This design comes from an exercise in tuning for small area, a short achievable clock period and few clock cycles per item on the open sky130 flow, not from production work. Function was checked by simulation only, so behaviour that the tests miss may differ from the original.

==> flow/design.v <==
module wave_codec (
    input  wire        clk,
    input  wire        rst,         
    input  wire        start,       
    input  wire [7:0]  cfg_q,       
    input  wire        cfg_pred2,   
    input  wire        in_valid,
    output wire        in_ready,
    input  wire [31:0] in_sample,   
    output wire        out_valid,
    input  wire        out_ready,
    output wire [7:0]  out_byte
);
    localparam [2:0] S_A   = 3'd0,    
                     S_B   = 3'd1,    
                     S_DIV = 3'd2,    
                     S_W   = 3'd3,    
                     S_I   = 3'd4;    
    reg [2:0]  state;
    reg        rdy;
    reg [12:0] s8;          
    reg [14:0] s8x3;        
    reg        ll;          
    reg        pred2;
    reg [32:0] r1;          
    reg [31:0] xr;          
    reg        neg;
    reg [34:0] dq;          
    reg [12:0] rem;         
    reg [2:0]  lo3;         
    reg [3:0]  cnt;
    reg [34:0] zz;
    reg        ov;
    reg        more;
    wire [15:0] remf = {rem, lo3};
    wire [15:0] h16  = {1'b0, s8, 2'b00};
    wire [15:0] u    = neg ? h16 : remf;
    wire [15:0] v    = neg ? remf : h16;
    wire [32:0] rp   = {xr[31], xr} + {17'd0, v} - {17'd0, u};
    wire [34:0] xs   = {{3{in_sample[31]}}, in_sample};
    wire [34:0] xr35 = {{3{xr[31]}}, xr};
    wire [34:0] r135 = {{2{r1[32]}}, r1};
    wire [34:0] xa   = pred2 ? ~(xr35 << 1) : ~xr35;
    wire [34:0] ra   = pred2 ? r135 : 35'd0;
    wire [34:0] ua   = pred2 ? {18'd0, u, 1'b0} : {19'd0, u};
    wire [34:0] va   = pred2 ? ~{18'd0, v, 1'b0} : ~{19'd0, v};
    wire [34:0] hh   = {19'd0, h16};
    wire [34:0] cs1  = xa ^ ra ^ va;
    wire [34:0] cc1  = {(xa[33:0] & ra[33:0]) | (xa[33:0] & va[33:0]) | (ra[33:0] & va[33:0]), 1'b1};
    wire [34:0] cs2  = cs1 ^ cc1 ^ ua;
    wire [34:0] cc2  = {(cs1[33:0] & cc1[33:0]) | (cs1[33:0] & ua[33:0]) | (cc1[33:0] & ua[33:0]), 1'b0};
    wire [34:0] cs3  = cs2 ^ cc2 ^ hh;
    wire [34:0] cc3  = {(cs2[33:0] & cc2[33:0]) | (cs2[33:0] & hh[33:0]) | (cc2[33:0] & hh[33:0]), 1'b0};
    wire [34:0] cs4  = xs ^ cs3 ^ cc3;
    wire [34:0] cc4  = {(xs[33:0] & cs3[33:0]) | (xs[33:0] & cc3[33:0]) | (cs3[33:0] & cc3[33:0]), ll};
    wire [34:0] w_in = cs4 + cc4;
    wire        neg_b = dq[34];
    wire [33:0] winc  = dq[33:0] + {33'd0, ~ll};
    wire [33:0] num   = neg_b ? ~dq[33:0] : winc;
    wire [30:0] nq    = num[33:3];
    wire c0  = ~|nq[30:13] & (nq[12:0]  < s8);
    wire c2  = ~|nq[30:15] & (nq[14:2]  < s8);
    wire c4  = ~|nq[30:17] & (nq[16:4]  < s8);
    wire c6  = ~|nq[30:19] & (nq[18:6]  < s8);
    wire c8  = ~|nq[30:21] & (nq[20:8]  < s8);
    wire c12 = ~|nq[30:25] & (nq[24:12] < s8);
    wire o0  = c0;
    wire o2  = c2  & ~c0;
    wire o4  = c4  & ~c2;
    wire o6  = c6  & ~c4;
    wire o8  = c8  & ~c6;
    wire o12 = c12 & ~c8;
    wire o24 = ~c12;
    wire [34:0] dq_al = ll ? {1'b0, num} :
          ({35{o2 }} & {nq[1:0],  33'd0})
        | ({35{o4 }} & {nq[3:0],  31'd0})
        | ({35{o6 }} & {nq[5:0],  29'd0})
        | ({35{o8 }} & {nq[7:0],  27'd0})
        | ({35{o12}} & {nq[11:0], 23'd0})
        | ({35{o24}} & {nq[23:0], 11'd0});
    wire [12:0] rem_al = ll ? 13'd0 :
          ({13{o0 }} & nq[12:0])
        | ({13{o2 }} & nq[14:2])
        | ({13{o4 }} & nq[16:4])
        | ({13{o6 }} & nq[18:6])
        | ({13{o8 }} & nq[20:8])
        | ({13{o12}} & nq[24:12])
        | ({13{o24}} & {6'd0, nq[30:24]});
    wire [3:0] cnt_al =
          ({4{o2 }} & 4'd1) | ({4{o4 }} & 4'd2) | ({4{o6 }} & 4'd3)
        | ({4{o8 }} & 4'd4) | ({4{o12}} & 4'd6) | ({4{o24}} & 4'd12);
    wire to_div = ~ll & ~o0;
    wire [14:0] tt  = {rem, dq[34:33]};
    wire [15:0] d1  = {1'b0, tt} - {3'b0, s8};
    wire [15:0] d2  = {1'b0, tt} - {2'b0, s8, 1'b0};
    wire [15:0] d3  = {1'b0, tt} - {1'b0, s8x3};
    wire        g1  = ~d1[15];
    wire        g2  = ~d2[15];
    wire        g3  = ~d3[15];
    wire [12:0] q2  = g3 ? d3[12:0] : g2 ? d2[12:0] : g1 ? d1[12:0] : tt[12:0];
    wire [34:0] dq_div = {dq[32:0], g2, g3 | (g1 & ~g2)};
    wire last   = ov & out_ready & ~more;
    wire can_ld = ~ov | last;
    wire div_end = (state == S_DIV) & (cnt == 4'd1);
    wire [34:0] zsrc = (state == S_DIV) ? dq_div : dq;
    wire ld_z = can_ld & (div_end | (state == S_W));
    assign in_ready  = rdy;
    assign out_valid = ov;
    assign out_byte  = {more, zz[6:0]};
    wire [12:0] s8_in = s8[5:0] * 13'd125;
    always @(posedge clk) begin
        if (rst) begin
            state <= S_A;
            rdy   <= 1'b1;
            ov    <= 1'b0;
        end else begin
            if (ld_z) begin
                zz   <= {zsrc[33:0], neg};
                more <= |zsrc[33:6];
                ov   <= 1'b1;
            end else if (ov & out_ready) begin
                zz   <= {7'd0, zz[34:7]};
                more <= |zz[34:14];
                if (~more) ov <= 1'b0;
            end
            case (state)
                S_A, S_I: begin
                    if (start) begin
                        s8    <= {7'd0, cfg_q[5:0]};
                        ll    <= (cfg_q[5:0] == 6'd0);
                        pred2 <= cfg_pred2;
                        r1    <= 33'd0;
                        xr    <= 32'd0;
                        neg   <= 1'b0;
                        rdy   <= 1'b0;
                        state <= S_I;
                    end else if (state == S_I) begin
                        s8    <= s8_in;
                        s8x3  <= s8[5:0] * 15'd375;
                        rem   <= {1'b0, s8_in[12:1]};
                        lo3   <= {s8_in[0], 2'b00};
                        rdy   <= 1'b1;
                        state <= S_A;
                    end else if (in_valid) begin
                        r1    <= rp;
                        xr    <= in_sample;
                        dq    <= w_in;
                        rdy   <= 1'b0;
                        state <= S_B;
                    end
                end
                S_B: begin
                    neg <= neg_b;
                    lo3 <= ll ? 3'd0 : num[2:0];
                    rem <= rem_al;
                    dq  <= dq_al;
                    cnt <= cnt_al;
                    state <= to_div ? S_DIV : S_W;
                end
                S_DIV: begin
                    rem <= q2;
                    dq  <= dq_div;
                    cnt <= cnt - 4'd1;
                    if (cnt == 4'd1) begin
                        state <= ld_z ? S_A : S_W;
                        rdy   <= ld_z;
                    end
                end
                S_W: begin
                    if (ld_z) begin
                        rdy   <= 1'b1;
                        state <= S_A;
                    end
                end
            endcase
        end
    end
endmodule
Settings: LEC_CHECK=0, CAP_MARGIN=20, CORE_MARGIN=2, CORE_UTILIZATION=40, PLACE_DENSITY=0.5, SLEW_MARGIN=20; clock period 12.0 ns.
run.sh (not shown) runs the stock make flow with config.mk's settings and CLKGATE_MAP_FILE= SYNTH_SCRIPT=/design/flow/synth_recipe.tcl, a recipe that flattens the netlist after the stock synthesis.
Testbench counts at the start, summed over its fixed seeds: cycles 34,190, items 9,600.
Edit:
--- a/flow/design.v
+++ b/flow/design.v
@@ -9,16 +9,15 @@
     input  wire [31:0] in_sample,   
     output wire        out_valid,
     input  wire        out_ready,
     output wire [7:0]  out_byte
 );
-    localparam [2:0] S_A   = 3'd0,    
-                     S_B   = 3'd1,    
-                     S_DIV = 3'd2,    
-                     S_W   = 3'd3,    
-                     S_I   = 3'd4;    
-    reg [2:0]  state;
+    localparam [1:0] S_A   = 2'd0,    
+                     S_B   = 2'd1,    
+                     S_DIV = 2'd2,    
+                     S_W   = 2'd3;    
+    reg [1:0]  state;
     reg        rdy;
     reg [12:0] s8;          
     reg [14:0] s8x3;        
     reg        ll;          
     reg        pred2;
@@ -53,12 +52,11 @@
     wire [34:0] cc3  = {(cs2[33:0] & cc2[33:0]) | (cs2[33:0] & hh[33:0]) | (cc2[33:0] & hh[33:0]), 1'b0};
     wire [34:0] cs4  = xs ^ cs3 ^ cc3;
     wire [34:0] cc4  = {(xs[33:0] & cs3[33:0]) | (xs[33:0] & cc3[33:0]) | (cs3[33:0] & cc3[33:0]), ll};
     wire [34:0] w_in = cs4 + cc4;
     wire        neg_b = dq[34];
-    wire [33:0] winc  = dq[33:0] + {33'd0, ~ll};
-    wire [33:0] num   = neg_b ? ~dq[33:0] : winc;
+    wire [33:0] num   = (dq[33:0] ^ {34{neg_b}}) + {33'd0, ~neg_b & ~ll};
     wire [30:0] nq    = num[33:3];
     wire c0  = ~|nq[30:13] & (nq[12:0]  < s8);
     wire c2  = ~|nq[30:15] & (nq[14:2]  < s8);
     wire c4  = ~|nq[30:17] & (nq[16:4]  < s8);
     wire c6  = ~|nq[30:19] & (nq[18:6]  < s8);
@@ -105,11 +103,11 @@
     wire [34:0] zsrc = (state == S_DIV) ? dq_div : dq;
     wire ld_z = can_ld & (div_end | (state == S_W));
     assign in_ready  = rdy;
     assign out_valid = ov;
     assign out_byte  = {more, zz[6:0]};
-    wire [12:0] s8_in = s8[5:0] * 13'd125;
+    wire [12:0] s8_in = cfg_q[5:0] * 13'd125;
     always @(posedge clk) begin
         if (rst) begin
             state <= S_A;
             rdy   <= 1'b1;
             ov    <= 1'b0;
@@ -122,27 +120,21 @@
                 zz   <= {7'd0, zz[34:7]};
                 more <= |zz[34:14];
                 if (~more) ov <= 1'b0;
             end
             case (state)
-                S_A, S_I: begin
+                S_A: begin
                     if (start) begin
-                        s8    <= {7'd0, cfg_q[5:0]};
+                        s8    <= s8_in;
+                        s8x3  <= cfg_q[5:0] * 15'd375;
                         ll    <= (cfg_q[5:0] == 6'd0);
                         pred2 <= cfg_pred2;
                         r1    <= 33'd0;
                         xr    <= 32'd0;
                         neg   <= 1'b0;
-                        rdy   <= 1'b0;
-                        state <= S_I;
-                    end else if (state == S_I) begin
-                        s8    <= s8_in;
-                        s8x3  <= s8[5:0] * 15'd375;
                         rem   <= {1'b0, s8_in[12:1]};
                         lo3   <= {s8_in[0], 2'b00};
-                        rdy   <= 1'b1;
-                        state <= S_A;
                     end else if (in_valid) begin
                         r1    <= rp;
                         xr    <= in_sample;
                         dq    <= w_in;
                         rdy   <= 1'b0;
The new run passed the timing, design-rule and antenna checks.
Design area climbs by a few percent.
Setup slack is worse by 0.77 ns.
Via count goes up by a few percent.
Wire length barely changes.
Utilization barely changes.
Register-to-register slack degrades by 0.77 ns.
Count of clock-buffer cells in the layout is lower by 1.
Final cell count is higher by a few percent.
Area after synthesis climbs by a few percent.
Global-route usage decreases by 0.53 points.
Synthesized cell count grows by a few percent.
Worst hold slack gets better by 0.073 ns.
Testbench counts after the change, summed over its fixed seeds: cycles 34,142, items 9,600.

re-timing with driven ports:
In the flow no input, the clock included, has a driving cell. The finished layouts below were timed again as built, in two steps.
Step 1 assumes that a clkbuf_16 drives the clock port and a buf_2 every other input.
Step 2 adds t to the input delays and takes it off the output delays; t is the mean of the earliest and latest rising clock arrival at the registers after step 1. Input paths then give back, and output paths get back, about the clock's delay inside the block.
Three values: ideal ports, drivers, drivers and shift; two values: the first two.
run	t, ns	slack for setup (ns)	hold slack, ns	worst setup path after step 2
the first run	0.578	4.671 / 4.671 / 4.671	0.471 / 0.471 / 0.471	register to register
the second run	0.562	3.902 / 3.902 / 3.902	0.543 / 0.543 / 0.543	register to register
After both steps setup and hold are still met in every run listed.
